What follows belongs to an exercise in optimizing a design on an open flow for small area, a short achievable clock period and few clock cycles per item; a production flow would make more cautious choices. Where RTL was checked, it was by simulation tests only, not by an equivalence proof against the original. No functional check of the RTL was part of runs 6 and 7.

===== config.mk =====
export PLATFORM = sky130hd
export DESIGN_NAME = fq_muldiv32
export DESIGN_NICKNAME = fq_muldiv32
export VERILOG_FILES = /design/flow/design.v
export SDC_FILE = /design/flow/constraint.sdc
export NUM_CORES = 4
export LEC_CHECK = 0
export CAP_MARGIN = 20
export CORE_MARGIN = 2
export CORE_UTILIZATION = 55
export SLEW_MARGIN = 20

===== flow/run.sh =====
#!/bin/bash
# Standard layout, with Yosys's own Brent-Kung carry-lookahead for adders
# (no Kogge-Stone extra map) and the timing repair steps asked to leave
# extra setup slack.
set -euo pipefail
export SYNTH_OPERATIONS_ARGS=-no-rw-check
export SETUP_SLACK_MARGIN=9
bash standard.sh > standard_flow.log 2>&1

===== constraint.sdc =====
create_clock -name core_clock -period 15.0 [get_ports {clk}]
set_input_delay 3.0000 -clock core_clock [delete_from_list [all_inputs] [get_ports {clk}]]
set_output_delay 3.0000 -clock core_clock [all_outputs]
set_load 0.01 [all_outputs]

===== standard.sh =====
#!/bin/bash
# synth_recipe.tcl (not shown) runs the flow's synth.tcl, then flattens the netlist and writes it again
# the make line also repeats each setting of config.mk as NAME=value (left out here)
make -C /OpenROAD-flow-scripts/flow DESIGN_CONFIG=/design/flow/config.mk WORK_HOME=/design/flow/orfs CLKGATE_MAP_FILE= SYNTH_SCRIPT=/design/flow/synth_recipe.tcl "${@:-finish}"

===== design.v =====
module fq_muldiv32 (
    input  wire        clk,
    input  wire        rst,
    input  wire        in_valid,
    output wire        in_ready,
    input  wire [2:0]  fn,
    input  wire [31:0] a,
    input  wire [31:0] b,
    output reg         out_valid,
    output reg  [31:0] out_result
);
    reg        s_mul, s_divb, s_div, rdy, first;
    reg [32:0] X;           
    reg [33:0] Y;           
    reg [33:0] R;           
    reg [31:0] L;           
    reg [4:0]  cnt;         
    reg [2:0]  mtot;        
    reg        hi;          
    reg        want_rem, dsgn, dneg;
    reg        o_mul, o_div, o_hi, o_rem, o_neg;
    reg [2:0]  o_mtot;
    assign in_ready = rdy;
    wire accept = in_valid & rdy;
    wire last   = (cnt == 5'd1);
    wire a_sx = (fn == 3'd0) | (fn == 3'd1) | (fn == 3'd3);
    wire b_sx = (fn == 3'd0) | (fn == 3'd1);
    wire e_a  = a_sx & a[31];
    wire e_b  = b_sx & b[31];
    wire f1 = (b[31:7]  == {25{e_b}});
    wire f2 = (b[31:15] == {17{e_b}});
    wire f3 = (b[31:23] == {9{e_b}});
    wire f4 = (b[31] == e_b);
    wire g1 = (a[31:7]  == {25{e_a}});
    wire g2 = (a[31:15] == {17{e_a}});
    wire swap = ~fn[2] & ((g1 & ~f1) | (g2 & ~f2));
    wire [2:0] m_in = swap ? (g1 ? 3'd1 : 3'd2) :
                      f1 ? 3'd1 : f2 ? 3'd2 : f3 ? 3'd3 : f4 ? 3'd4 : 3'd5;
    wire [32:0] mx_in = swap ? {e_b, b} : {e_a, a};
    wire [32:0] my_in = swap ? {e_a, a} : {e_b, b};
    wire [31:0] a1 = a ^ {32{~fn[0] & a[31]}};
    wire [31:0] b1 = b ^ {32{~fn[0] & b[31]}};
    wire bz_in = (b == 32'd0);
    wire fq_in = bz_in |
                 ((a1[31:3]  == 29'd0) & (b1[31:4]  != 28'd0)) |
                 ((a1[31:7]  == 25'd0) & (b1[31:8]  != 24'd0)) |
                 ((a1[31:11] == 21'd0) & (b1[31:12] != 20'd0)) |
                 ((a1[31:15] == 17'd0) & (b1[31:16] != 16'd0)) |
                 ((a1[31:19] == 13'd0) & (b1[31:20] != 12'd0)) |
                 ((a1[31:23] == 9'd0)  & (b1[31:24] != 8'd0))  |
                 ((a1[31:27] == 5'd0)  & (b1[31:28] != 4'd0));
    reg  [3:0] bneg, bone, btwo;
    wire [8:0] yd_n = accept ? {my_in[7:0], 1'b0} : Y[16:8];
    reg  [3:0] bneg_n, bone_n, btwo_n;
    integer k;
    always @(*) begin
        for (k = 0; k < 4; k = k + 1) begin
            bone_n[k] = yd_n[2*k+1] ^ yd_n[2*k];
            btwo_n[k] = (yd_n[2*k+2] ^ yd_n[2*k+1]) & ~(yd_n[2*k+1] ^ yd_n[2*k]);
            bneg_n[k] = yd_n[2*k+2] & ~(yd_n[2*k+1] & yd_n[2*k]);
        end
    end
    wire [33:0] ppx [0:3];
    genvar j;
    generate
        for (j = 0; j < 4; j = j + 1) begin : g_booth
            wire [33:0] sel = ({34{bone[j]}} & {X[32], X}) | ({34{btwo[j]}} & {X, 1'b0});
            assign ppx[j] = sel ^ {34{bneg[j]}};
        end
    endgenerate
    wire [33:0] acc = first ? 34'd0 : R;
    wire [41:0] sum = {{8{acc[33]}}, acc}
                    + {{8{ppx[0][33]}}, ppx[0]}
                    + {{6{ppx[1][33]}}, ppx[1], 2'b0}
                    + {{4{ppx[2][33]}}, ppx[2], 4'b0}
                    + {{2{ppx[3][33]}}, ppx[3], 6'b0}
                    + {35'd0, bneg[3], 1'b0, bneg[2], 1'b0, bneg[1], 1'b0, bneg[0]};
    function [5:0] clz32(input [31:0] v);
        reg [1:0] c2 [0:15];
        reg [2:0] c4 [0:7];
        reg [3:0] c8 [0:3];
        reg [4:0] c16 [0:1];
        reg [15:0] z2;
        reg [7:0] z4;
        reg [3:0] z8;
        reg [1:0] z16;
        integer i;
        begin
            for (i = 0; i < 16; i = i + 1) begin
                z2[i] = ~(v[2*i+1] | v[2*i]);
                c2[i] = {1'b0, ~v[2*i+1]};
            end
            for (i = 0; i < 8; i = i + 1) begin
                z4[i] = z2[2*i+1] & z2[2*i];
                c4[i] = z2[2*i+1] ? {2'b01, c2[2*i][0]} : {1'b0, c2[2*i+1]};
            end
            for (i = 0; i < 4; i = i + 1) begin
                z8[i] = z4[2*i+1] & z4[2*i];
                c8[i] = z4[2*i+1] ? {2'b01, c4[2*i][1:0]} : {1'b0, c4[2*i+1]};
            end
            for (i = 0; i < 2; i = i + 1) begin
                z16[i] = z8[2*i+1] & z8[2*i];
                c16[i] = z8[2*i+1] ? {2'b01, c8[2*i][2:0]} : {1'b0, c8[2*i+1]};
            end
            if (z16[1] & z16[0])
                clz32 = 6'd32;
            else
                clz32 = z16[1] ? {2'b01, c16[0][3:0]} : {1'b0, c16[1]};
        end
    endfunction
    wire [31:0] da = X[31:0];
    wire [31:0] db = Y[32:1];
    wire        an = dsgn & da[31];
    wire        bn = dsgn & db[31];
    wire [31:0] aa = an ? (~da + 32'd1) : da;
    wire [31:0] ab = bn ? (~db + 32'd1) : db;
    wire [5:0]  lza = clz32(da ^ {32{an}});
    wire [5:0]  lzb = clz32(db ^ {32{bn}});
    wire        bz  = (db == 32'd0);
    wire [6:0]  tsh = 7'd31 + {1'b0, lza} - {6'd0, an} - {1'b0, lzb};    
    wire        fin = bz | (tsh[6:5] == 2'b01);   
    wire [4:0]  sh  = tsh[6] ? 5'd0 : {tsh[4:1], 1'b0};
    wire [63:0] ash = {32'd0, aa} << sh;
    wire [4:0]  kdiv = 5'd16 - {1'b0, sh[4:1]};
    wire [31:0] d   = X[31:0];
    wire [32:0] rs1 = {R[31:0], L[31]};
    wire [33:0] t1  = {1'b0, rs1} - {2'b0, d};
    wire        q1  = ~t1[33];
    wire [31:0] r1  = q1 ? t1[31:0] : rs1[31:0];
    wire [32:0] rs2 = {r1, L[30]};
    wire [33:0] t2  = {1'b0, rs2} - {2'b0, d};
    wire        q2  = ~t2[33];
    wire [31:0] r2  = q2 ? t2[31:0] : rs2[31:0];
    reg [31:0] mul_res;
    always @(*) begin
        if (!o_hi) begin
            case (o_mtot)
                3'd1:    mul_res = {R[23:0], L[31:24]};
                3'd2:    mul_res = {R[15:0], L[31:16]};
                3'd3:    mul_res = {R[7:0], L[31:8]};
                default: mul_res = L;
            endcase
        end else begin
            case (o_mtot)
                3'd1:    mul_res = {{22{R[33]}}, R[33:24]};
                3'd2:    mul_res = {{14{R[33]}}, R[33:16]};
                3'd3:    mul_res = {{6{R[33]}}, R[33:8]};
                3'd4:    mul_res = R[31:0];
                default: mul_res = {R[23:0], L[31:24]};
            endcase
        end
    end
    wire [31:0] dv      = o_rem ? R[31:0] : L;
    wire [31:0] div_res = o_neg ? (~dv + 32'd1) : dv;
    always @(posedge clk) begin
        if (rst) begin
            s_mul     <= 1'b0;
            s_divb    <= 1'b0;
            s_div     <= 1'b0;
            rdy       <= 1'b1;
            o_mul     <= 1'b0;
            o_div     <= 1'b0;
            out_valid <= 1'b0;
        end else begin
            out_valid <= o_mul | o_div;
            o_mul     <= s_mul & last;
            o_div     <= (s_div & last) | (s_divb & fin);
            if (s_mul & last)  s_mul  <= 1'b0;
            if (s_divb)        s_divb <= 1'b0;
            if (s_divb & !fin) s_div  <= 1'b1;
            if (s_div & last)  s_div  <= 1'b0;
            if (accept) begin
                s_mul  <= ~fn[2];
                s_divb <= fn[2];
            end
            if (accept)
                rdy <= fn[2] ? fq_in : (m_in == 3'd1);
            else if ((s_mul | s_div) & !last)
                rdy <= (cnt == 5'd2);
            else if (s_divb)
                rdy <= fin | (kdiv == 5'd1);
            else
                rdy <= 1'b1;
        end
    end
    always @(posedge clk) begin
        out_result <= o_mul ? mul_res : div_res;
        if (s_mul & last) begin
            o_mtot <= mtot;
            o_hi   <= hi;
        end
        if ((s_div & last) | s_divb) begin
            o_rem <= want_rem;
            o_neg <= s_divb ? (want_rem ? an : (an ^ bn) & !bz) : dneg;
        end
        first <= accept;
        Y     <= accept ? {my_in, 1'b0} : {{8{Y[33]}}, Y[33:8]};
        bneg  <= bneg_n;
        bone  <= bone_n;
        btwo  <= btwo_n;
        if (accept) begin
            X        <= mx_in;
            cnt      <= {2'b00, m_in};
            mtot     <= m_in;
            hi       <= (fn[1:0] != 2'd0);
            want_rem <= fn[1];
            dsgn     <= ~fn[0];
        end else if (s_mul) begin
            cnt <= cnt - 5'd1;
        end else if (s_divb) begin
            X    <= {1'b0, ab};
            cnt  <= kdiv;
            dneg <= want_rem ? an : (an ^ bn);
        end else if (s_div) begin
            cnt <= cnt - 5'd1;
        end
        if (s_mul) begin
            R <= sum[41:8];
            L <= {sum[7:0], L[31:8]};
        end else if (s_divb) begin
            R <= {2'b00, fin ? aa : ash[63:32]};
            L <= fin ? {32{bz}} : ash[31:0];
        end else begin
            R <= {2'b00, r2};
            L <= {L[29:0], q1, q2};
        end
    end
endmodule

==> results_dict.tcl, run 1 <==
set metrics [dict create \
    die_area_um2 52500 \
    avgViaCountPerCell 6.72 \
    cpMaxStageDelayCell "edfxtp_1" \
    ant_nets 0 \
    required_ns 15.42 \
    first_iter_violations 3692 \
    grt_pass1_wl_um 165000 \
    status "timing/DRC/antenna clean" \
    die_w_um 229 \
    dp_cells 4027 \
    antenna_found_initial 4 \
    synth_edf_count 50 \
    end_kind "register" \
    synth_compound_area_share_pct 22.3 \
    drc 0 \
    post-place-ws_ns 7.47 \
    area_delta_synth_final_pct 14.4 \
    start_util_pct 55.6 \
    tns_ns 0 \
    use_met3_pct 8.79 \
    max_freq_mhz 168 \
    cts_tree "done" \
    final_area_um2 31900 \
    wl_um 111000 \
    dp_hpwl_um 81200 \
    cts_buffers 26 \
    first_global_vias 27008 \
    holdWs_ns 0.446 \
    ys.flop_type "dfxtp_1" \
    critPathLaunchType "register" \
    synth.avg_cell_area_um2 8.04 \
    place_congestion 1.05 \
    worst_slew_pin_slew_ns 1.07 \
    grt_use_met2_pct 63.7 \
    ys_types 84 \
    ys_async_sr_fraction_pct 0 \
    synthXorXnorAreaFrac_pct 7.83 \
    drv_cap 0 \
    clk_latency_ns 0.58 \
    use_met1_pct 51.2 \
    syn_area_um2 27800 \
    synth_fa_ha_area_share_pct 21.1 \
    hold_path_class "register to register" \
    fillCellCount 4502 \
    clock-skew-final_ns 0.0289 \
    path_cells "buf_4 > or4_1 > o22ai_2 > nand2b_1 > nor2_2 > nand2_1 > or2_4 > ha_1 > fa_1 > inv_1 > ha_1 > nor2b_1 > a221oi_4 > buf_4 > nand4_4 > clkbuf_16 > mux2i_4 > mux2i_2 > mux2_2 > o22ai_1 > a211oi_2 > o22ai_1" \
    max-slew-margin-rel_pct 28.4 \
    setup-violations-final 0 \
    numPortBuffers 103 \
    drive_gt1_share_pct 12.4 \
    clk_pin_slew_ns 0.06 \
    crit_fanout 10 \
    htree_num_levels 1 \
    dr.pass1.iters 9 \
    cts.sinks 202 \
    holdBufCountCts 0 \
    synth_top_area_share_pct 11.6 \
    yosys-top-cells-area "fa_1 (12%), dfxtp_1 (11%), ha_1 (9.6%), mux2i_1 (7.5%), xnor2_1 (6.4%)" \
    clk_path_buf_depth 3 \
    cpPeakStageDelay_ns 0.55 \
    via_count 28163 \
    synth-simple-area-share_pct 14.3 \
    slew_viol_final 0 \
    coreArea_um2 50100 \
    post-route-min-period_ns 5.94 \
    die_h_um 229 \
    synth_top_family_by_area "compound AO/OA/AOI/OAI gates" \
    crit_type "register to register" \
    grt_use_total_pct 40.6 \
    ys_seq_area_share_pct 16.3 \
    postLayoutCoreUtil_pct 63.6 \
    grt_max_degree 94 \
    yosysWarnings 9 \
    synth_top_cell_by_area "fa_1" \
    arrival_ns 6.36 \
    rows 82 \
    root_buffer "clkbuf_16" \
    layout.nets 3938 \
    yosys_register_bits 202 \
    overflow 0 \
    syn_nets 3908 \
    fin_crit_sh_pct 39.6 \
    instances_no_fill 4188 \
    grt_setup_unrepaired "yes" \
    synth_cells 3464 \
    io_pins 104 \
    synthMuxAreaShare_pct 10.3 \
    placed_area_um2 29100 \
    worst_slack_ns 9.06 \
    wire_per_inst_um 26.5 \
    final_hold_viol_count 0 \
    busiest_layer "met2" \
]
[final cells by class]
class | count | area, um^2 | share of cell area (%)
diodes | 2 | 5.00 | 0.0157
clock buffers | 31 | 721 | 2.26
clock inverters | 17 | 171 | 0.538
inverters | 288 | 1130 | 3.55
multi-input cells | 2705 | 21800 | 68.4
flip-flops and latches | 202 | 4560 | 14.3
well taps | 672 | 841 | 2.64
repair buffers | 269 | 2620 | 8.23
repair inverters | 2 | 15.0 | 0.0471
[final timing paths]
check	from	end	slack, ns	cells past startpoint
worst min register to register	mtot[0]$_DFFE_PP_	o_mtot[0]$_DFFE_PP_	0.45	0
worst min-delay path	mtot[0]$_DFFE_PP_	o_mtot[0]$_DFFE_PP_	0.45	0
worst max-delay path	X[26]$_DFFE_PP_	R[6]$_DFF_P_	9.06	22
worst max register to register	X[26]$_DFFE_PP_	R[6]$_DFF_P_	9.06	22
[cell families after synthesis]
group	count (synthesis)
AOI/OAI and AO/OA	945
xor gates and xnor gates	249
adders and majority gates	374
buffers and inverters	558
DFF	202
muxes	274
and+or+nand+nor	862
[layout by cell type, fill, tap and decap left out, types with 35 or more instances in the layout]
cell	Yosys	layout
o221ai_1	36	36
ha_1	213	209
o21ai_0	198	176
buf_4	5	134
nor3_1	41	40
nor2b_1	40	40
a22oi_1	144	141
nand3_1	56	53
a211oi_1	52	43
inv_1	284	270
clkdlybuf4s50_1	0	103
fa_1	161	159
nor2_1	290	283
nand2_1	261	258
xnor2_1	204	202
o22ai_1	46	43
mux2_2	60	60
a21o_1	61	61
nand2b_1	35	35
xor2_1	45	43
mux2i_1	210	190
edfxtp_1	50	50
dfxtp_1	152	139
a21oi_1	194	188
[cells in the mapped netlist (7+ instances only)]
cell        n
o211ai_1   22
nand3_1    56
mux2_2     60
o221ai_1   36
mux2i_1   210
a211oi_1   52
buf_1      28
nor2b_1    40
ha_1      213
and4_1      7
a221oi_1   17
nor3_1     41
a311oi_1    8
a21o_1     61
o31ai_1    23
a21oi_1   194
nand2b_1   35
dfxtp_1   152
o22ai_1    46
edfxtp_1   50
nand2_1   261
nor4_1     27
a22oi_1   144
and3_1     23
or4_1       7
fa_1      161
o21ai_0   198
and2_1     21
buf_2      32
xor2_1     45
nor2_1    290
inv_1     284
clkbuf_1  200
o21bai_1   14
o21ai_1     8
o41ai_1     7
a211o_1     7
a31oi_1    33
xnor2_1   204
o21a_1     10
nand4_1    30
[worst max-delay path: cells and delay by family (launching register included)]
kind / cells / cell delay [ns]
flip-flops: 1 / 0.55
multiplexers: 3 / 0.72
AO/OA/AOI/OAI: 5 / 1.12
adder cells (fa/ha/maj): 3 / 1.10
AND/OR/NAND/NOR: 7 / 1.57
buffers and inverters: 4 / 0.71
[state kept, by name, summed over array words and instances, names as in the netlist, 3 cells and up]
signal and flops:
btwo 4, L 32, bneg 4, out_result 32, o_mtot 3, cnt 5, bone 4, R 34
mtot 3, X 33, Y 33
[per-layer routing]
| layer | up-vias | wire, um |
|---|---|---|
| met4 | 4 | 8200 |
| met3 | 502 | 12200 |
| li1 | 12362 | - |
| met2 | 1898 | 49100 |
| met1 | 13397 | 41500 |
| met5 | - | 23 |
[repair_timing]
item                       CTS  global route
resized for setup           92           128
cloned                       5             6
setup endpoints to repair  124           109
setup buffers               48            52
pin swaps                   12            28
Testbench counts, summed over its fixed seeds: cycles 39,819, items 12,000.
==> run 2: changes to the inputs <==
--- a/design.v
+++ b/design.v
@@ -19,3 +19,5 @@
     reg        hi;          
-    reg        want_rem, dsgn, dneg;
+    reg        want_rem, dneg;
+    reg        an, bn;      
+    reg [5:0]  lza, lzb;    
     reg        o_mul, o_div, o_hi, o_rem, o_neg;
@@ -38,6 +40,8 @@
                       f1 ? 3'd1 : f2 ? 3'd2 : f3 ? 3'd3 : f4 ? 3'd4 : 3'd5;
-    wire [32:0] mx_in = swap ? {e_b, b} : {e_a, a};
-    wire [32:0] my_in = swap ? {e_a, a} : {e_b, b};
-    wire [31:0] a1 = a ^ {32{~fn[0] & a[31]}};
-    wire [31:0] b1 = b ^ {32{~fn[0] & b[31]}};
+    wire an_in = fn[2] & ~fn[0] & a[31];
+    wire bn_in = fn[2] & ~fn[0] & b[31];
+    wire [31:0] a1 = a ^ {32{an_in}};
+    wire [31:0] b1 = b ^ {32{bn_in}};
+    wire [32:0] mx_in = swap ? {e_b, b} : {e_a, a1};
+    wire [32:0] my_in = swap ? {e_a, a} : {e_b, b1};
     wire bz_in = (b == 32'd0);
@@ -110,11 +114,7 @@
     endfunction
-    wire [31:0] da = X[31:0];
-    wire [31:0] db = Y[32:1];
-    wire        an = dsgn & da[31];
-    wire        bn = dsgn & db[31];
-    wire [31:0] aa = an ? (~da + 32'd1) : da;
-    wire [31:0] ab = bn ? (~db + 32'd1) : db;
-    wire [5:0]  lza = clz32(da ^ {32{an}});
-    wire [5:0]  lzb = clz32(db ^ {32{bn}});
-    wire        bz  = (db == 32'd0);
+    wire [31:0] da = X[31:0];                   
+    wire [31:0] db = Y[32:1];                   
+    wire [31:0] aa = da + {31'd0, an};
+    wire [31:0] ab = db + {31'd0, bn};
+    wire        bz  = (db == 32'd0) & ~bn;
     wire [6:0]  tsh = 7'd31 + {1'b0, lza} - {6'd0, an} - {1'b0, lzb};    
@@ -133,2 +133,3 @@
     wire [31:0] r2  = q2 ? t2[31:0] : rs2[31:0];
+    wire [1:0]  qd  = {q1, q2};
     reg [31:0] mul_res;
@@ -206,3 +207,6 @@
             want_rem <= fn[1];
-            dsgn     <= ~fn[0];
+            an       <= an_in;
+            lza      <= clz32(a1);
+            lzb      <= clz32(b1);
+            bn       <= bn_in;
         end else if (s_mul) begin
@@ -224,3 +228,3 @@
             R <= {2'b00, r2};
-            L <= {L[29:0], q1, q2};
+            L <= {L[29:0], qd};
         end
--- a/config.mk
+++ b/config.mk
@@ -7,5 +7,5 @@
 export LEC_CHECK = 0
-export CAP_MARGIN = 20
+export CAP_MARGIN = 70
 export CORE_MARGIN = 2
 export CORE_UTILIZATION = 55
-export SLEW_MARGIN = 20
+export SLEW_MARGIN = 70
==> results_dict.tcl, run 2 <==
set metrics [dict create \
    syn_nets 3884 \
    mostFrequentLayoutCell "inv_1" \
    area_delta_synth_final_pct 13.8 \
    layout.nets 3895 \
    clock-skew-final_ns 0.0352 \
    worst_slew_pin_slew_ns 0.496 \
    synth.cells.most_frequent "inv_1 (276), xnor2_1 (262), nor2_1 (259)" \
    synth_top_cell_by_area "fa_1" \
    yosys-top-cells-area "fa_1 (11%), dfxtp_1 (11%), ha_1 (9.5%), xnor2_1 (8.1%), edfxtp_1 (6.7%)" \
    io_pins 104 \
    avgViaCountPerCell 6.63 \
    yosys_register_bits 215 \
    fin_crit_sh_pct 39.3 \
    crit_fanout 6 \
    coreArea_um2 50400 \
    htree_num_levels 1 \
    syn_area_um2 28200 \
    grt_pass1_wl_um 160000 \
    ant_nets 0 \
    start_util_pct 56.0 \
    dp_hpwl_um 80000 \
    dr.pass1.iters 7 \
    instances_no_fill 4143 \
    wl_um 106000 \
    max-slew-margin-rel_pct 66.7 \
    slew_viol_final 0 \
    synth_edf_count 63 \
    die_area_um2 53100 \
    ys.flop_type "dfxtp_1" \
    final_area_um2 32100 \
    antenna_found_initial 2 \
    rows 82 \
    required_ns 15.48 \
    post-route-min-period_ns 5.89 \
    grt_max_degree 65 \
    clk_pin_slew_ns 0.06 \
    first_global_vias 26456 \
    yosysMostFrequentCell "inv_1" \
    critPathLaunchType "register" \
    tns_ns 0 \
    dp_cells 4057 \
    die_h_um 230 \
    via_count 27466 \
    place_congestion 1.02 \
    setup-violations-final 0 \
    synth_cells 3438 \
    crit_type "register to register" \
    fillCellCount 4395 \
    end_kind "register" \
    final_cell_mix "inv_1 (267), xnor2_1 (254), nand2_1 (250), nor2_1 (243), ha_1 (205)" \
    die_w_um 230 \
    grt_setup_unrepaired "yes" \
    numPortBuffers 103 \
    drc 0 \
    synth.avg_cell_area_um2 8.20 \
    cts_buffers 27 \
    root_buffer "clkbuf_16" \
    synth_top_area_share_pct 11.4 \
    drv_cap 0 \
    cts.sinks 215 \
    clk_latency_ns 0.59 \
    postLayoutCoreUtil_pct 63.7 \
    ys_seq_area_share_pct 17.5 \
    drive_gt1_share_pct 13.4 \
    grt_use_total_pct 38.9 \
    cts_tree "done" \
    ys_async_sr_fraction_pct 0 \
    final_hold_viol_count 0 \
    overflow 0 \
    max_freq_mhz 170 \
    status "timing/DRC/antenna clean" \
    first_iter_violations 3276 \
    top_regs "R: 34 flops, X: 33 flops, Y: 33 flops" \
    largest_register_ffs 34 \
    top_register "R" \
    placed_area_um2 30200 \
    clk_path_buf_depth 3 \
    hold_path_class "register to register" \
    wire_per_inst_um 25.7 \
    yosysWarnings 9 \
    arrival_ns 6.37 \
    ys_types 97 \
]
run 2: worst max-delay path, stage by stage, from the launching register on:
cell and delay [ns]:
edfxtp_1 0.48, buf_6 0.17, ha_2 0.16, inv_2 0.05
fa_2 0.23, a211oi_2 0.09, o211ai_1 0.31, a31oi_2 0.18
o31a_1 0.31, buf_6 0.14, o31a_4 0.40, buf_12 0.16
mux2_4 0.32, ha_4 0.29, a2111oi_4 0.31, o21ai_1 0.13
nand2_1 0.14, o21a_4 0.18, o21ai_4 0.07, a211o_1 0.31
a21bo_2 0.25, a21o_1 0.16, a21o_1 0.17, fa_2 0.53
mux2i_1 0.08, o221ai_1 0.20
run 2: cell type report:
| type | instances | area (um^2) | area share (%) |
|---|---|---|---|
| diodes | 2 | 5.00 | 0.0156 |
| clock buffers | 37 | 744 | 2.32 |
| clock inverters | 12 | 114 | 0.355 |
| inverters | 282 | 1070 | 3.35 |
| multi-input cells | 2670 | 21900 | 68.3 |
| flip-flops and latches | 215 | 4990 | 15.6 |
| well taps | 672 | 841 | 2.62 |
| repair buffers | 253 | 2390 | 7.45 |
run 2: logic make-up (layout without fill, tap and decap cells):
group,after synthesis,count (layout),synth area share [%]
compound gates,988,988,23.5
xor+xnor,295,295,9.16
fa+ha+maj,376,376,21.0
buf+inv,553,584,7.78
flops,215,215,17.5
mux,197,197,7.39
other cells,0,2,0
simple gates,814,814,13.7
run 2: path summary, 6_finish.rpt:
kind	startpoint	end	slack, ns	depth (start not counted)
worst max-delay path	X[0]$_DFFE_PP_	R[30]$_DFF_P_	9.11	25
worst min-delay path	mtot[0]$_DFFE_PP_	o_mtot[0]$_DFFE_PP_	0.41	0
worst max register to register	X[0]$_DFFE_PP_	R[30]$_DFF_P_	9.11	25
worst min register to register	mtot[0]$_DFFE_PP_	o_mtot[0]$_DFFE_PP_	0.41	0
run 2: per-layer routing:
metal  GRT usage (%)  part of all wire (%)
met3            7.07                    10
met2            62.5                    45
met1            50.4                    39
met5               0                     0
met4            19.4                   5.6
run 2: timing repair:
item	CTS	global route
setup buffers	9	16
hold buffers	0	0
cloned	1	3
setup endpoints to repair	45	43
pin swaps	11	35
resized for setup	32	80
run 2: through the flow:
step | setup slack (ns) | hold slack [ns]
after floorplan | 9.26 | 0.400
after global placement | 7.56 | 0.405
after detailed placement | 7.92 | 0.413
after CTS | 8.99 | 0.405
after global routing | 8.92 | 0.434
final | 9.11 | 0.408
Testbench counts of run 2, summed over its fixed seeds: cycles 39,819, items 12,000.
==> run 3: changes to the inputs <==
--- a/flow/run.sh
+++ b/flow/run.sh
@@ -6,3 +6,3 @@
 export SYNTH_OPERATIONS_ARGS=-no-rw-check
-export SETUP_SLACK_MARGIN=9
+export SETUP_SLACK_MARGIN=9.5
 bash standard.sh > standard_flow.log 2>&1
--- a/config.mk
+++ b/config.mk
@@ -7,5 +7,5 @@
 export LEC_CHECK = 0
-export CAP_MARGIN = 70
+export CAP_MARGIN = 20
 export CORE_MARGIN = 2
 export CORE_UTILIZATION = 55
-export SLEW_MARGIN = 70
+export SLEW_MARGIN = 20
==> results_dict.tcl, run 3 <==
set metrics [dict create \
    status "timing/DRC/antenna clean" \
    grt_max_degree 92 \
    drc 0 \
    yosysMostFrequentCell "inv_1" \
    post-route-min-period_ns 5.80 \
    yosys_register_bits 215 \
    ant_nets 0 \
    slew_viol_final 0 \
    worst_slew_pin_slew_ns 1.14 \
    antenna_cells 0 \
    max_freq_mhz 172 \
    first_global_vias 27322 \
    htree_num_levels 1 \
    die_w_um 230 \
    synth.avg_cell_area_um2 8.20 \
    layout.nets 3901 \
    antenna_found_initial 2 \
    largest_register_ffs 34 \
    instances_no_fill 4144 \
    synth_cells 3438 \
    via_count 27888 \
    numPortBuffers 103 \
    rows 82 \
    dp_hpwl_um 79100 \
    fin_crit_sh_pct 38.7 \
    synth_top_area_share_pct 11.4 \
    cts_tree "done" \
    top_regs "R: 34 flops, X: 33 flops, Y: 33 flops" \
    overflow 0 \
    avgViaCountPerCell 6.73 \
    wl_um 112000 \
    synth_edf_count 63 \
    end_kind "register" \
    ys_async_sr_fraction_pct 0 \
    setup-violations-final 0 \
    syn_area_um2 28200 \
    yosys-top-cells-area "fa_1 (11%), dfxtp_1 (11%), ha_1 (9.5%), xnor2_1 (8.1%), edfxtp_1 (6.7%)" \
    ys_seq_area_share_pct 17.5 \
    final_cell_mix "inv_1 (267), nor2_1 (256), xnor2_1 (251), nand2_1 (250), a21oi_1 (200)" \
    clk_pin_slew_ns 0.07 \
    crit_fanout 12 \
    multi_input_area_um2 22100 \
    cpMaxStageDelayCell "dfxtp_1" \
    start_util_pct 56.0 \
    die_h_um 230 \
    drive_gt1_share_pct 13.6 \
    dr.pass1.iters 7 \
    mostFrequentLayoutCell "inv_1" \
    crit_type "register to register" \
    io_pins 104 \
    ys_types 97 \
    hold_path_class "register to register" \
    wire_per_inst_um 27.0 \
    required_ns 15.45 \
    final_hold_viol_count 0 \
    first_iter_violations 3818 \
    grt_pass1_wl_um 166000 \
    path_cells "ha_1 > nand4_1 > or2_2 > o221a_2 > o31a_4 > buf_12 > mux2i_1 > fa_1 > a211oi_2 > o21ai_1 > nand2_2 > o21a_4 > o21ai_4 > a211o_1 > buf_6 > buf_6 > a21o_1 > a21o_1 > fa_2 > mux2i_1 > o221ai_1" \
    crit_buf_inv 3 \
    min-delay-start "mtot[0]$_DFFE_PP_" \
    dp_cells 3985 \
    register_area_um2 4990 \
    arrival_ns 6.25 \
    syn_nets 3884 \
    placed_area_um2 29300 \
    top_register "R" \
    clk_latency_ns 0.58 \
    holdBufCountCts 0 \
    cpPeakStageDelay_ns 0.82 \
    synth.cells.most_frequent "inv_1 (276), xnor2_1 (262), nor2_1 (259)" \
    ys.flop_type "dfxtp_1" \
    cts.sinks 215 \
    area_delta_synth_final_pct 15.5 \
    crit_path_start "R[30]$_DFF_P_" \
    final_area_um2 32600 \
    synth_top_cell_by_area "fa_1" \
    place_congestion 1.03 \
    cts_buffers 26 \
    reg2reg_from "R[30]$_DFF_P_" \
    root_buffer "clkbuf_16" \
    critPathLaunchType "register" \
    yosysWarnings 9 \
    max-slew-margin-rel_pct 23.4 \
    coreArea_um2 50400 \
    clk_path_buf_depth 3 \
    clock-skew-final_ns 0.0284 \
    grt_use_total_pct 40.8 \
    drv_cap 0 \
    grt_setup_unrepaired "yes" \
    crit_family "compound AO/OA/AOI/OAI gates" \
    tns_ns 0 \
    fillCellCount 4312 \
    die_area_um2 53100 \
]
-- run 3: through the flow --
stage / utilization (%) / setup slack (ns) / hold slack (ns)
global route: 64.7 / 9.08 / 0.421
floorplan: - / 9.49 / 0.400
CTS: 63.1 / 9.29 / 0.418
global placement: 58.2 / 8.04 / 0.406
detailed placement: 58.2 / 7.98 / 0.408
finish: 64.7 / 9.20 / 0.402
-- run 3: worst paths after layout --
path	endpoint	slack (ns)	cells after the start
setup / recovery	R[26]$_DFF_P_	9.20	21
setup reg to reg	R[26]$_DFF_P_	9.20	21
hold / removal	o_mtot[0]$_DFFE_PP_	0.40	0
hold reg to reg	o_mtot[0]$_DFFE_PP_	0.40	0
-- run 3: kinds of logic after synthesis --
group | share of synthesized area [%]
fa+ha+maj | 21.0
mux | 7.39
buf+inv | 7.78
compound gates | 23.5
simple gates | 13.7
flops | 17.5
xor+xnor | 9.16
-- run 3: layer usage --
metal  share of wire, %  vias to the layer above  global-route usage (%)
li1                   -                    12189                       -
met1                 38                    13394                    51.9
met2                 44                     1854                    64.1
met3                 11                      449                    8.14
met4                7.0                        2                    24.3
met5             0.0081                        -                       0
-- run 3: repair_timing --
item | 4_1_cts | 5_1_grt
gates cloned | 8 | 4
pin swaps | 42 | 53
gates resized for setup | 189 | 148
buffers inserted | 79 | 22
endpoints found under the setup margin | 111 | 91
-- run 3: worst register-to-register path, delay by kind of cell, from the launching register on --
family / cells / cell delay [ns]
flip-flops: 1 / 0.82
AND/OR/NAND/NOR: 3 / 0.84
multiplexers: 2 / 0.28
adder cells (fa/ha/maj): 3 / 1.35
AO/OA/AOI/OAI: 10 / 1.97
buffers and inverters: 3 / 0.42
-- run 3: final cells by class --
| cell class | instances | area share, % |
|---|---|---|
| Clock inverter | 11 | 0.288 |
| Clock buffer | 34 | 2.25 |
| Timing Repair Buffer | 259 | 8.29 |
| Sequential cell | 215 | 15.3 |
| Multi-Input combinational cell | 2671 | 68.0 |
| Inverter | 282 | 3.29 |
| Tap cell | 672 | 2.58 |
==> run 4: changes to the inputs <==
--- a/flow/run.sh
+++ b/flow/run.sh
@@ -6,3 +6,3 @@
 export SYNTH_OPERATIONS_ARGS=-no-rw-check
-export SETUP_SLACK_MARGIN=9.5
+export SETUP_SLACK_MARGIN=9
 bash standard.sh > standard_flow.log 2>&1
==> results_dict.tcl, run 4 <==
set metrics [dict create \
    synth_top_area_share_pct 11.4 \
    syn_nets 3884 \
    area_delta_synth_final_pct 11.5 \
    worstReg2RegEnd "R[27]$_DFF_P_" \
    final_hold_viol_count 0 \
    r2r_cells 23 \
    post-route-min-period_ns 5.90 \
    synth.cells.most_frequent "inv_1 (276), xnor2_1 (262), nor2_1 (259)" \
    synth-simple-area-share_pct 13.7 \
    cts.sinks 215 \
    cts_tree "done" \
    die_area_um2 53100 \
    die_w_um 230 \
    crit_fanout 5 \
    synth_edf_count 63 \
    clock-skew-final_ns 0.0156 \
    ys_seq_area_share_pct 17.5 \
    clk_path_buf_depth 3 \
    synth_top_cell_by_area "fa_1" \
    setup-violations-final 0 \
    multi_input_area_um2 21500 \
    yosys-top-cells-area "fa_1 (11%), dfxtp_1 (11%), ha_1 (9.5%), xnor2_1 (8.1%), edfxtp_1 (6.7%)" \
    ant_nets 0 \
    htree_num_levels 1 \
    ys_types 97 \
    postLayoutCoreUtil_pct 62.4 \
    mostFrequentLayoutCell "inv_1" \
    io_pins 104 \
    wl_um 107000 \
    hold_path_class "register to register" \
    clk_pin_slew_ns 0.07 \
    synthXorXnorAreaFrac_pct 9.16 \
    required_ns 15.43 \
    tns_ns 0 \
    place_congestion 1.02 \
    dr.pass1.iters 9 \
    r2r_slack_ns 9.10 \
    first_iter_violations 3167 \
    top_register "R" \
    coreArea_um2 50400 \
    via_count 27460 \
    layout.nets 3862 \
    syn_area_um2 28200 \
    drc 0 \
    avgViaCountPerCell 6.68 \
    crit_top_cell "a21o_1" \
    synth_cells 3438 \
    cpPeakStageDelay_ns 0.56 \
    numPortBuffers 103 \
    grt_max_degree 82 \
    slew_viol_final 0 \
    start_util_pct 56.0 \
    holdWs_ns 0.421 \
    max_freq_mhz 169 \
    path_cells "buf_6 > buf_4 > buf_4 > a22oi_1 > xnor2_1 > ha_1 > inv_1 > fa_1 > inv_1 > fa_1 > ha_4 > a21o_1 > a21oi_2 > a31oi_1 > a211o_1 > a211o_4 > a21o_1 > a21o_1 > a21o_1 > fa_1 > xnor2_2 > a22o_1 > a21oi_1" \
    reg2reg_from "X[4]$_DFFE_PP_" \
    holdPathEnd "o_mtot[0]$_DFFE_PP_" \
    grt_setup_unrepaired "no" \
    min-delay-start "mtot[0]$_DFFE_PP_" \
    max-slew-margin-rel_pct 28.6 \
    final_cell_mix "inv_1 (271), xnor2_1 (259), nor2_1 (257), nand2_1 (249), a21oi_1 (210)" \
    wire_per_inst_um 26.1 \
    synth.avg_cell_area_um2 8.20 \
    synth_top_family_by_area "compound AO/OA/AOI/OAI gates" \
    antenna_found_initial 3 \
    drive_gt1_share_pct 9.75 \
    yosysWarnings 9 \
    overflow 0 \
    synth_compound_area_share_pct 23.5 \
    grt_pass1_wl_um 161000 \
    yosysMostFrequentCell "inv_1" \
    arrival_ns 6.33 \
    top_regs "R: 34 flops, X: 33 flops, Y: 33 flops" \
    fin_crit_sh_pct 39.3 \
    end_kind "register" \
    die_h_um 230 \
    cts_buffers 26 \
    critPathLaunchType "register" \
    cpMaxStageDelayCell "fa_1" \
    clk_latency_ns 0.56 \
    dp_hpwl_um 78300 \
    register_area_um2 4960 \
    yosys_register_bits 215 \
    ys_async_sr_fraction_pct 0 \
    ys.flop_type "dfxtp_1" \
    synthMuxAreaShare_pct 7.39 \
    hold_depth 0 \
    root_buffer "clkbuf_16" \
    largest_register_ffs 34 \
    drv_cap 0 \
    grt_use_total_pct 39.3 \
    synth_fa_ha_area_share_pct 21.0 \
    first_global_vias 26679 \
    crit_type "register to register" \
    fillCellCount 4481 \
    worst_slew_pin_slew_ns 1.07 \
    rows 82 \
    status "timing/DRC/antenna clean" \
]
[run 4: cell counts after synthesis]
No cell type changed its count.
[run 4: metal layers]
metal  vias to the layer above  GRT usage, %  part of all wire [%]
met2                      1676          63.1                    45
met4                         2          19.5                   5.6
met5                         -             0                0.0074
met3                       352          7.70                    10
met1                     13310          50.6                    39
li1                      12120             -                     -
[run 4: cell type report]
cell class	instances	area share (%)
Inverter	282	3.40
Antenna cell	1	0.00796
Clock buffer	35	2.54
Clock inverter	13	0.318
Tap cell	672	2.67
Sequential cell	215	15.8
Timing Repair Buffer	218	6.91
Multi-Input combinational cell	2673	68.4
[run 4: what timing repair did]
action / CTS / global route
hold buffers: 0 / 0
buffers inserted: 49 / 23
resized for setup: 36 / 88
endpoints found under the setup margin: 111 / 51
gates cloned: 4 / 1
pin swaps: 9 / 15
[run 4: worst max-delay path by stage]
| stage | to | slack, ns | from |
|---|---|---|---|
| after CTS | R[31]$_DFF_P_ | 9.01 | L[31]$_DFF_P_ |
| after detailed placement | btwo[3]$_DFF_P_ | 7.46 | fn[2] |
| final | R[27]$_DFF_P_ | 9.10 | X[4]$_DFFE_PP_ |
| after global routing | R[30]$_DFF_P_ | 8.97 | X[0]$_DFFE_PP_ |
| after floorplan | R[31]$_DFF_P_ | 9.26 | X[1]$_DFFE_PP_ |
| after global placement | btwo[1]$_DFF_P_ | 7.56 | a[10] |
[run 4: per-stage QoR]
stage	setup slack, ns	cell area, um^2	instances
2_1_floorplan	9.26	28200	3438
3_3_place_gp	7.56	29300	3982
3_5_place_dp	7.46	29300	3983
4_1_cts	9.01	30900	4084
5_1_grt	8.97	31400	4109
6_report	9.10	31400	4109
[run 4: cell families after synthesis]
| family | after synthesis |
|---|---|
| flip-flops | 215 |
| AND/OR/NAND/NOR | 814 |
| multiplexers | 197 |
| buffers and inverters | 553 |
| XOR/XNOR | 295 |
| adder cells (fa/ha/maj) | 376 |
| AO/OA/AOI/OAI | 988 |
[run 4: critical path: cells and delay by family, from the launching register on]
family / cells / cell delay, ns
fa+ha+maj: 5 / 2.09
buf+inv: 5 / 0.60
xor+xnor: 2 / 0.36
flops: 1 / 0.52
compound gates: 11 / 2.20
==> run 5: changes to the inputs <==
--- a/config.mk
+++ b/config.mk
@@ -9,3 +9,3 @@
 export CORE_MARGIN = 2
-export CORE_UTILIZATION = 55
+export CORE_UTILIZATION = 50
 export SLEW_MARGIN = 20
==> results_dict.tcl, run 5 <==
set metrics [dict create \
    status "timing/DRC/antenna clean" \
    htree_num_levels 1 \
    dr.pass1.iters 6 \
    synthMuxAreaShare_pct 7.39 \
    overflow 0 \
    via_count 27328 \
    max_freq_mhz 169 \
    drc 0 \
    synth_top_family_by_area "compound AO/OA/AOI/OAI gates" \
    met3_length_um 11900 \
    syn_area_um2 28200 \
    top_register "R" \
    instances_no_fill 4221 \
    yosys_register_bits 215 \
    layout.nets 3889 \
    die_area_um2 58300 \
    setup-violations-final 0 \
    arrival_ns 6.29 \
    hold_depth 0 \
    first_global_vias 25851 \
    final_cell_mix "inv_1 (271), xnor2_1 (259), nor2_1 (256), nand2_1 (250)" \
    fin_crit_sh_pct 39.4 \
    clk_latency_ns 0.58 \
    ant_nets 0 \
    ys_types 97 \
    first_iter_violations 3205 \
    root_buffer "clkbuf_16" \
    worst_slew_pin_slew_ns 1.12 \
    met2_length_um 48500 \
    crit_type "input pin to register" \
    clk_path_buf_depth 3 \
    die_w_um 241 \
    io_pins 104 \
    rows 87 \
    numPortBuffers 103 \
    max-slew-margin-rel_pct 25.2 \
    synth.avg_cell_area_um2 8.20 \
    ys.flop_type "dfxtp_1" \
    die_h_um 241 \
    drv_cap 0 \
    grt_setup_unrepaired "yes" \
    cts_buffers 27 \
    hold_path_class "register to register" \
    postLayoutCoreUtil_pct 56.8 \
    yosysWarnings 9 \
    antenna_found_initial 7 \
    synth-simple-area-share_pct 13.7 \
    synthXorXnorAreaFrac_pct 9.16 \
    start_util_pct 50.3 \
    wl_um 114000 \
    cts.sinks 215 \
    dp_hpwl_um 83400 \
    yosysMostFrequentCell "inv_1" \
    end_kind "register" \
    wire_per_inst_um 26.9 \
    synth_edf_count 63 \
    top_regs "R: 34 flops, X: 33 flops, Y: 33 flops" \
    avgViaCountPerCell 6.47 \
    wl_met1_um 45900 \
    crit_fanout 33 \
    synth_top_cell_by_area "fa_1" \
    syn_nets 3884 \
    slew_viol_final 0 \
    dp_cells 4087 \
    yosys-top-cells-area "fa_1 (11%), dfxtp_1 (11%), ha_1 (9.5%), xnor2_1 (8.1%), edfxtp_1 (6.7%)" \
    area_delta_synth_final_pct 13.0 \
    r2r_cells 22 \
    ys_async_sr_fraction_pct 0 \
    required_ns 15.37 \
    place_congestion 1.01 \
    coreArea_um2 56100 \
    drive_gt1_share_pct 10.3 \
    cts_tree "done" \
    clk_pin_slew_ns 0.06 \
    top_layer "met5" \
    mostFrequentLayoutCell "inv_1" \
    synth.cells.most_frequent "inv_1 (276), xnor2_1 (262), nor2_1 (259)" \
    clock-skew-final_ns 0.0365 \
    synth_compound_area_share_pct 23.5 \
    critPathLaunchType "input pin" \
    largest_register_ffs 34 \
    grt_use_total_pct 38.0 \
    grt_max_degree 76 \
    synth_cells 3438 \
    tns_ns 0 \
    fillCellCount 5244 \
    post-route-min-period_ns 5.92 \
    final_hold_viol_count 0 \
    ys_seq_area_share_pct 17.5 \
    synth_top_area_share_pct 11.4 \
    grt_pass1_wl_um 165000 \
    synth_fa_ha_area_share_pct 21.0 \
]
run 5: worst paths after layout:
kind / from / slack [ns] / to
hold reg to reg: mtot[1]$_DFFE_PP_ / 0.42 / o_mtot[1]$_DFFE_PP_
setup / recovery: fn[0] / 9.08 / lzb[0]$_SDFFCE_PP0P_
hold / removal: mtot[1]$_DFFE_PP_ / 0.42 / o_mtot[1]$_DFFE_PP_
setup reg to reg: R[0]$_DFF_P_ / 9.09 / R[26]$_DFF_P_
run 5: area by class of cell:
| class | count | area (um^2) | area share [%] |
|---|---|---|---|
| Antenna cell | 2 | 5.00 | 0.0157 |
| Clock inverter | 13 | 174 | 0.546 |
| Multi-Input combinational cell | 2672 | 21500 | 67.5 |
| Inverter | 282 | 1070 | 3.36 |
| Tap cell | 756 | 946 | 2.97 |
| Clock buffer | 36 | 761 | 2.39 |
| Timing Repair Buffer | 245 | 2430 | 7.63 |
| Sequential cell | 215 | 4960 | 15.6 |
run 5: worst max-delay path: stages:
cell	delay, ns
clkdlybuf4s50_1	0.61
nand3b_1	0.15
buf_4	0.47
clkinvlp_4	0.39
buf_4	0.30
o21ai_0	0.53
and2_1	0.24
nand2b_1	0.10
a31oi_1	0.28
o2bb2ai_1	0.20
run 5: cells by family (layout without fill, tap and decap cells):
kind of cell / after synthesis / after routing
compound gates: 988 / 989
xor+xnor: 295 / 295
fa+ha+maj: 376 / 376
buf+inv: 553 / 576
flops: 215 / 215
mux: 197 / 197
other cells: 0 / 2
simple gates: 814 / 815
run 5: stage by stage:
step / area [um^2] / hold WS [ns] / setup WS (ns)
global placement: 29500 / 0.410 / 7.78
global route: 31900 / 0.443 / 8.95
detailed placement: 29500 / 0.405 / 7.65
CTS: 31400 / 0.419 / 8.99
finish: 31900 / 0.419 / 9.08
floorplan: 28200 / 0.400 / 9.26
run 5: per-layer routing:
metal / vias up / track usage (%)
li1: 12185 / -
met1: 13251 / 51.5
met2: 1581 / 57.4
met3: 309 / 6.79
met4: 2 / 20.8
met5: - / 0
run 5: repair_timing:
item                                    4_1_cts  5_1_grt
setup buffers                                65       13
pin swaps                                    10       13
endpoints found under the setup margin      106       59
hold endpoints to repair                      0        0
gates cloned                                  4        1
hold buffers                                  0        0
resized for setup                            49       83
==> run 6: changes to the inputs <==
--- a/design.v
+++ b/design.v
@@ -125,11 +125,8 @@
     wire [31:0] d   = X[31:0];
-    wire [32:0] rs1 = {R[31:0], L[31]};
-    wire [33:0] t1  = {1'b0, rs1} - {2'b0, d};
-    wire        q1  = ~t1[33];
-    wire [31:0] r1  = q1 ? t1[31:0] : rs1[31:0];
-    wire [32:0] rs2 = {r1, L[30]};
-    wire [33:0] t2  = {1'b0, rs2} - {2'b0, d};
-    wire        q2  = ~t2[33];
-    wire [31:0] r2  = q2 ? t2[31:0] : rs2[31:0];
-    wire [1:0]  qd  = {q1, q2};
+    wire [35:0] w   = {2'b00, R[31:0], L[31:30]};
+    wire [35:0] c1  = w - {4'd0, d};
+    wire [35:0] c2  = w - {3'd0, d, 1'b0};
+    wire [35:0] c3  = w - {2'd0, Y};
+    wire [1:0]  qd  = !c3[35] ? 2'd3 : !c2[35] ? 2'd2 : !c1[35] ? 2'd1 : 2'd0;
+    wire [31:0] r2  = !c3[35] ? c3[31:0] : !c2[35] ? c2[31:0] : !c1[35] ? c1[31:0] : w[31:0];
     reg [31:0] mul_res;
@@ -197,3 +194,8 @@
         first <= accept;
-        Y     <= accept ? {my_in, 1'b0} : {{8{Y[33]}}, Y[33:8]};
+        if (accept)
+            Y <= {my_in, 1'b0};
+        else if (s_divb)
+            Y <= {2'b00, ab} + {1'b0, ab, 1'b0};
+        else if (!s_div)
+            Y <= {{8{Y[33]}}, Y[33:8]};
         bneg  <= bneg_n;
==> flow/run.sh (replaced) <==
#!/bin/bash
# Standard layout, with the timing repair steps asked to leave extra setup slack.
set -euo pipefail
export SETUP_SLACK_MARGIN=9
bash standard.sh > standard_flow.log 2>&1
--- a/config.mk
+++ b/config.mk
@@ -7,5 +7,5 @@
 export LEC_CHECK = 0
-export CAP_MARGIN = 20
+export CAP_MARGIN = 70
 export CORE_MARGIN = 2
-export CORE_UTILIZATION = 50
-export SLEW_MARGIN = 20
+export CORE_UTILIZATION = 40
+export SLEW_MARGIN = 70
==> results_dict.tcl, run 6 <==
set metrics [dict create \
    ys_types 93 \
    grt_use_total_pct 33.7 \
    syn_area_um2 34300 \
    hold_path_class "register to register" \
    final_area_um2 39200 \
    tns_ns 0 \
    r2r_cells 19 \
    syn_nets 5042 \
    rows 107 \
    first_global_vias 33855 \
    final_cell_mix "nand2_1 (394), nor2_1 (346), inv_1 (343), a21oi_1 (321), xnor2_1 (303)" \
    clk_path_buf_depth 3 \
    required_ns 15.54 \
    final_hold_viol_count 0 \
    ys_async_sr_fraction_pct 0 \
    clock-skew-final_ns 0.0303 \
    cts.sinks 216 \
    wl_um 156000 \
    die_w_um 297 \
    first_iter_violations 5035 \
    layout.nets 5013 \
    wire_per_inst_um 27.2 \
    slew_viol_final 0 \
    synth_top_area_share_pct 8.85 \
    mostFrequentLayoutCell "nand2_1" \
    crit_type "input pin to register" \
    start_util_pct 40.3 \
    use_met3_pct 7.79 \
    area_delta_synth_final_pct 14.2 \
    yosys-top-cells-area "xnor2_1 (8.9%), ha_1 (8.6%), edfxtp_1 (8.3%), dfxtp_1 (7.1%), fa_1 (6.6%)" \
    grt_max_degree 82 \
    place_congestion 1.07 \
    top_regs "R: 34 flops, Y: 34 flops, X: 33 flops" \
    clk_latency_ns 0.61 \
    synth_edf_count 95 \
    synth.cells.most_frequent "nand2_1 (405), nor2_1 (359), inv_1 (347), xnor2_1 (347), a21oi_1 (327)" \
    crit_buf_inv 5 \
    crit_fanout 26 \
    cpMaxStageDelayCell "or4_4" \
    yosysWarnings 9 \
    grt_use_met2_pct 50.2 \
    drive_gt1_share_pct 11.3 \
    crit_top_cell "buf_16" \
    fillCellCount 8649 \
    yosysMostFrequentCell "nand2_1" \
    htree_num_levels 1 \
    ys_seq_area_share_pct 15.4 \
    drc 0 \
    coreArea_um2 85100 \
    ant_nets 0 \
    clk_pin_slew_ns 0.07 \
    ys.flop_type "dfxtp_1" \
    use_met1_pct 45.4 \
    synth_cells 4621 \
    synth_top_cell_by_area "xnor2_1" \
    synth.avg_cell_area_um2 7.43 \
    holdBufCountCts 0 \
    arrival_ns 6.39 \
    via_count 36743 \
    max-slew-margin-rel_pct 62.7 \
    cts_tree "done" \
    path_cells "clkdlybuf4s50_1 > nand2_1 > or4_1 > or4_4 > a21oi_4 > o21ai_4 > buf_8 > buf_16 > buf_16 > o211ai_1 > a21boi_2 > inv_1 > ha_1 > nor2_1" \
    max_freq_mhz 171 \
    numPortBuffers 103 \
    die_area_um2 88200 \
    die_h_um 297 \
    cpPeakStageDelay_ns 0.56 \
    dr.pass1.iters 8 \
    placed_area_um2 37700 \
    root_buffer "clkbuf_16" \
    overflow 0 \
    yosys_register_bits 216 \
    critPathLaunchType "input pin" \
    drv_cap 0 \
    io_pins 104 \
    busiest_layer "met2" \
    grt_setup_unrepaired "no" \
    grt_pass1_wl_um 227000 \
    post-route-min-period_ns 5.84 \
    fin_crit_sh_pct 38.9 \
    dp_hpwl_um 119000 \
    avgViaCountPerCell 6.38 \
    cts_buffers 27 \
    hold_depth 0 \
    crit_family "simple AND/OR/NAND/NOR gates" \
    status "timing/DRC/antenna clean" \
    worst_slew_pin_slew_ns 0.553 \
    setup-violations-final 0 \
    antenna_found_initial 5 \
    end_kind "register" \
    cp.depth 14 \
]
-- run 6: layout make-up --
type	count	area, um^2	share of cell area [%]
repair buffers	289	2550	6.51
well taps	1144	1430	3.65
diodes	3	7.51	0.0191
clock inverters	9	105	0.268
flip-flops and latches	216	5300	13.5
clock buffers	40	911	2.32
multi-input cells	3709	27600	70.3
inverters	349	1320	3.38
-- run 6: worst paths after layout --
path                                        start                  end  slack, ns
worst max-delay path                        a[20]      btwo[1]$_DFF_P_       9.16
worst min register to register  mtot[0]$_DFFE_PP_  o_mtot[0]$_DFFE_PP_       0.43
worst max register to register     X[5]$_DFFE_PP_        R[31]$_DFF_P_       9.18
worst min-delay path            mtot[0]$_DFFE_PP_  o_mtot[0]$_DFFE_PP_       0.43
-- run 6: kinds of logic (layout without fill, tap and decap cells) --
| group | after synthesis | after routing | share of synthesized area, % |
|---|---|---|---|
| AO/OA/AOI/OAI | 1460 | 1460 | 27.8 |
| AND/OR/NAND/NOR | 1322 | 1322 | 18.2 |
| buffers and inverters | 696 | 687 | 7.81 |
| XOR/XNOR | 408 | 408 | 10.4 |
| adder cells (fa/ha/maj) | 351 | 351 | 15.3 |
| flip-flops | 216 | 216 | 15.4 |
| multiplexers | 168 | 168 | 5.11 |
| other | 0 | 3 | 0 |
-- run 6: timing repair --
action	in CTS	in global routing
resized for setup	10	14
cloned	0	2
pin swaps	0	2
endpoints found under the setup margin	13	13
setup buffers	3	1
-- run 6: stage by stage --
| step | utilization [%] | setup WS (ns) | std cells | hold WS (ns) |
|---|---|---|---|---|
| 2_1_floorplan | - | 9.32 | 4621 | 0.400 |
| 3_3_place_gp | 42.6 | 7.79 | 5623 | 0.403 |
| 3_5_place_dp | 44.3 | 8.00 | 5693 | 0.415 |
| 4_1_cts | 45.6 | 9.02 | 5745 | 0.431 |
| 5_1_grt | 46.1 | 9.02 | 5757 | 0.440 |
| 6_report | 46.1 | 9.16 | 5759 | 0.434 |
-- run 6: worst reg2reg max path, cell delays in order, from the launching register on --
cell and delay [ns]:
edfxtp_1 0.52, buf_2 0.30, buf_2 0.25, a22oi_1 0.12
xnor2_1 0.17, fa_1 0.52, inv_1 0.05, fa_1 0.47
inv_1 0.05, fa_1 0.44, ha_1 0.35, nand2b_1 0.14
a21oi_1 0.15, o31ai_2 0.41, a21oi_1 0.18, o21ai_1 0.30
a21boi_1 0.20, o311a_1 0.39, a41o_1 0.25, or4_1 0.45
-- run 6: metal layers --
| metal | vias to the layer above | share of wire (%) |
|---|---|---|
| met5 | - | 0 |
| li1 | 16602 | - |
| met2 | 2132 | 42 |
| met3 | 422 | 11 |
| met4 | 0 | 6.4 |
| met1 | 17587 | 41 |
==> run 7: changes to the inputs <==
--- a/flow/run.sh
+++ b/flow/run.sh
@@ -3,3 +3,3 @@
 set -euo pipefail
-export SETUP_SLACK_MARGIN=9
+export SETUP_SLACK_MARGIN=10
 bash standard.sh > standard_flow.log 2>&1
==> results_dict.tcl, run 7 <==
set metrics [dict create \
    ant_nets 0 \
    crit_fanout 9 \
    overflow 0 \
    coreArea_um2 85100 \
    required_ns 15.32 \
    clk_pin_slew_ns 0.06 \
    root_buffer "clkbuf_16" \
    mostFrequentLayoutCell "nand2_1" \
    dp_hpwl_um 121000 \
    worstReg2RegEnd "R[29]$_DFF_P_" \
    yosysWarnings 9 \
    fin_crit_sh_pct 34.1 \
    ys_seq_area_share_pct 15.4 \
    via_count 37709 \
    grt_pass1_wl_um 235000 \
    holdBufCountCts 0 \
    post-place-ws_ns 8.29 \
    dr.pass1.iters 9 \
    synth_top_family_by_area "compound AO/OA/AOI/OAI gates" \
    final_cell_mix "nand2_1 (384), nor2_1 (342), inv_1 (337), a21oi_1 (299), xnor2_1 (294)" \
    yosys_register_bits 216 \
    wl_met1_um 65400 \
    start_util_pct 40.3 \
    max-slew-margin-rel_pct 66.8 \
    io_pins 104 \
    cts_buffers 27 \
    area_delta_synth_final_pct 20.6 \
    synth_edf_count 95 \
    synthMuxAreaShare_pct 5.11 \
    first_global_vias 35061 \
    die_w_um 297 \
    syn_nets 5042 \
    avgViaCountPerCell 6.44 \
    rows 107 \
    clk_latency_ns 0.61 \
    status "timing/DRC/antenna clean" \
    clock-skew-final_ns 0.0193 \
    grt_max_degree 63 \
    synth_top_area_share_pct 8.85 \
    drc 0 \
    synth_compound_area_share_pct 27.8 \
    cp-endpoint "X[25]$_DFFE_PP_" \
    postLayoutCoreUtil_pct 48.6 \
    end_kind "register" \
    post-route-min-period_ns 5.11 \
    wl_um 164000 \
    syn_area_um2 34300 \
    crit_path_start "a[22]" \
    htree_num_levels 1 \
    ys_types 93 \
    critPathLaunchType "input pin" \
    top_layer "met5" \
    max_freq_mhz 196 \
    synth_cells 4621 \
    wire_per_inst_um 28.0 \
    setup-violations-final 0 \
    synth.avg_cell_area_um2 7.43 \
    synth_fa_ha_area_share_pct 15.3 \
    cts_tree "done" \
    reg2reg_from "X[6]$_DFFE_PP_" \
    die_h_um 297 \
    top_regs "R: 34 flops, Y: 34 flops, X: 33 flops" \
    drv_cap 0 \
    grt_setup_unrepaired "yes" \
    synthXorXnorAreaFrac_pct 10.4 \
    first_iter_violations 4548 \
    arrival_ns 5.43 \
    place_congestion 1.06 \
    yosys-top-cells-area "xnor2_1 (8.9%), ha_1 (8.6%), edfxtp_1 (8.3%), dfxtp_1 (7.1%), fa_1 (6.6%)" \
    met2_length_um 69200 \
    grt_use_total_pct 35.1 \
    worst_slew_pin_slew_ns 0.495 \
    synth_top_cell_by_area "xnor2_1" \
    worst_slack_ns 9.89 \
    synth-simple-area-share_pct 18.2 \
    ys.flop_type "dfxtp_1" \
    cts.sinks 216 \
    r2r_slack_ns 9.99 \
    drive_gt1_share_pct 17.0 \
    die_area_um2 88200 \
    synth.cells.most_frequent "nand2_1 (405), nor2_1 (359), inv_1 (347), xnor2_1 (347), a21oi_1 (327)" \
    r2r_cells 20 \
    slew_viol_final 0 \
    met3_length_um 18000 \
    clk_path_buf_depth 3 \
    tns_ns 0 \
    ys_async_sr_fraction_pct 0 \
    antenna_found_initial 4 \
    hold_path_class "register to register" \
    crit_type "input pin to register" \
    layout.nets 5103 \
    numPortBuffers 103 \
    final_hold_viol_count 0 \
    yosysMostFrequentCell "nand2_1" \
]
==> run 7: cell counts after synthesis <==
Identical to the previous run, type by type.
==> run 7: cell type report <==
cell class	instances	area, um^2
fillers	8477	43700
multi-input cells	3709	28700
flip-flops and latches	216	5320
repair buffers	379	3680
well taps	1144	1430
inverters	349	1340
clock buffers	32	747
clock inverters	18	161
diodes	5	12.5
==> run 7: worst min-delay path by stage <==
stage          depth (start not counted)  slack [ns]                  end         startpoint
5_1_grt                                0        0.43  o_mtot[0]$_DFFE_PP_  mtot[0]$_DFFE_PP_
2_1_floorplan                          0        0.40       o_hi$_DFFE_PP_       hi$_DFFE_PP_
3_3_place_gp                           0        0.41  o_mtot[0]$_DFFE_PP_  mtot[0]$_DFFE_PP_
3_5_place_dp                           0        0.41  o_mtot[0]$_DFFE_PP_  mtot[0]$_DFFE_PP_
4_1_cts                                0        0.42  o_mtot[0]$_DFFE_PP_  mtot[0]$_DFFE_PP_
6_report                               0        0.41  o_mtot[0]$_DFFE_PP_  mtot[0]$_DFFE_PP_
==> run 7: per-layer routing <==
metal  track usage (%)  up-vias
met2              53.0     2267
li1                  -    16774
met1              46.7    18182
met5                 0        -
met3              7.49      484
met4              19.5        2
==> run 7: repair_timing <==
item	in CTS	in global routing
pin swaps	73	100
endpoints found under the setup margin	116	86
gates resized for setup	335	151
setup buffers	55	32
gates cloned	7	3
==> run 7: cells by family (layout without fill, tap and decap cells) <==
family / Yosys count / after routing
buffers and inverters: 696 / 778
other: 0 / 5
adders and majority gates: 351 / 351
xor gates and xnor gates: 408 / 408
DFF: 216 / 216
and+or+nand+nor: 1322 / 1322
AOI/OAI and AO/OA: 1460 / 1460
muxes: 168 / 168
==> run 7: critical path, cell delays in order <==
cell      delay (ns)
buf_12          0.08
nand2_4         0.04
or4_4           0.52
or4_4           0.53
a21oi_4         0.19
o21ai_4         0.10
buf_12          0.17
buf_12          0.15
buf_12          0.12
buf_16          0.13
o211ai_1        0.22
nand2_1         0.17
==> run 7: per-stage QoR <==
stage	hold slack (ns)	instances	cell area, um^2
global placement	0.405	5625	36300
finish	0.415	5852	41400
detailed placement	0.406	5695	37700
CTS	0.420	5807	40300
floorplan	0.400	4621	34500
global route	0.426	5847	41400

separate check: timing with driven ports:
Ports are ideal in the flow. The routed layouts listed here were re-timed in OpenROAD. Step 1 (the two cells are an assumption about what drives the block):
set clk [get_ports {clk}]
set_driving_cell -lib_cell sky130_fd_sc_hd__clkbuf_16 $clk
set_driving_cell -lib_cell sky130_fd_sc_hd__buf_2 [delete_from_list [all_inputs] $clk]
Step 2 moves the port delays by t, midway between the first and last clock arrival at a register: inputs arrive t later, outputs are due t later. That takes back most of the time a late clock gives input paths. a / b / c = no drivers / after step 1 / after step 2; a / b = the first two.
run	t (ns)	slack for setup (ns)	worst setup path after step 2	slew at the worst register clock pin (ns)
run 1	0.626	9.056 / 9.056 / 8.500	input to register	0.07 / 0.07
run 2	0.639	9.108 / 9.108 / 8.543	input to register	0.06 / 0.06
run 3	0.630	9.201 / 9.201 / 8.951	input to register	0.07 / 0.07
run 4	0.623	9.100 / 9.100 / 8.590	input to register	0.07 / 0.07
run 5	0.623	9.083 / 9.088 / 8.494	input to register	0.07 / 0.07
run 6	0.649	9.160 / 9.176 / 8.546	input to register	0.07 / 0.07
run 7	0.661	9.887 / 9.884 / 9.223	input to register	0.08 / 0.08
After both steps every run listed still meets setup and hold. For run 7, which loses most, drivers alone change the setup slack by -0.003 ns; drivers and shift together by -0.664 ns.
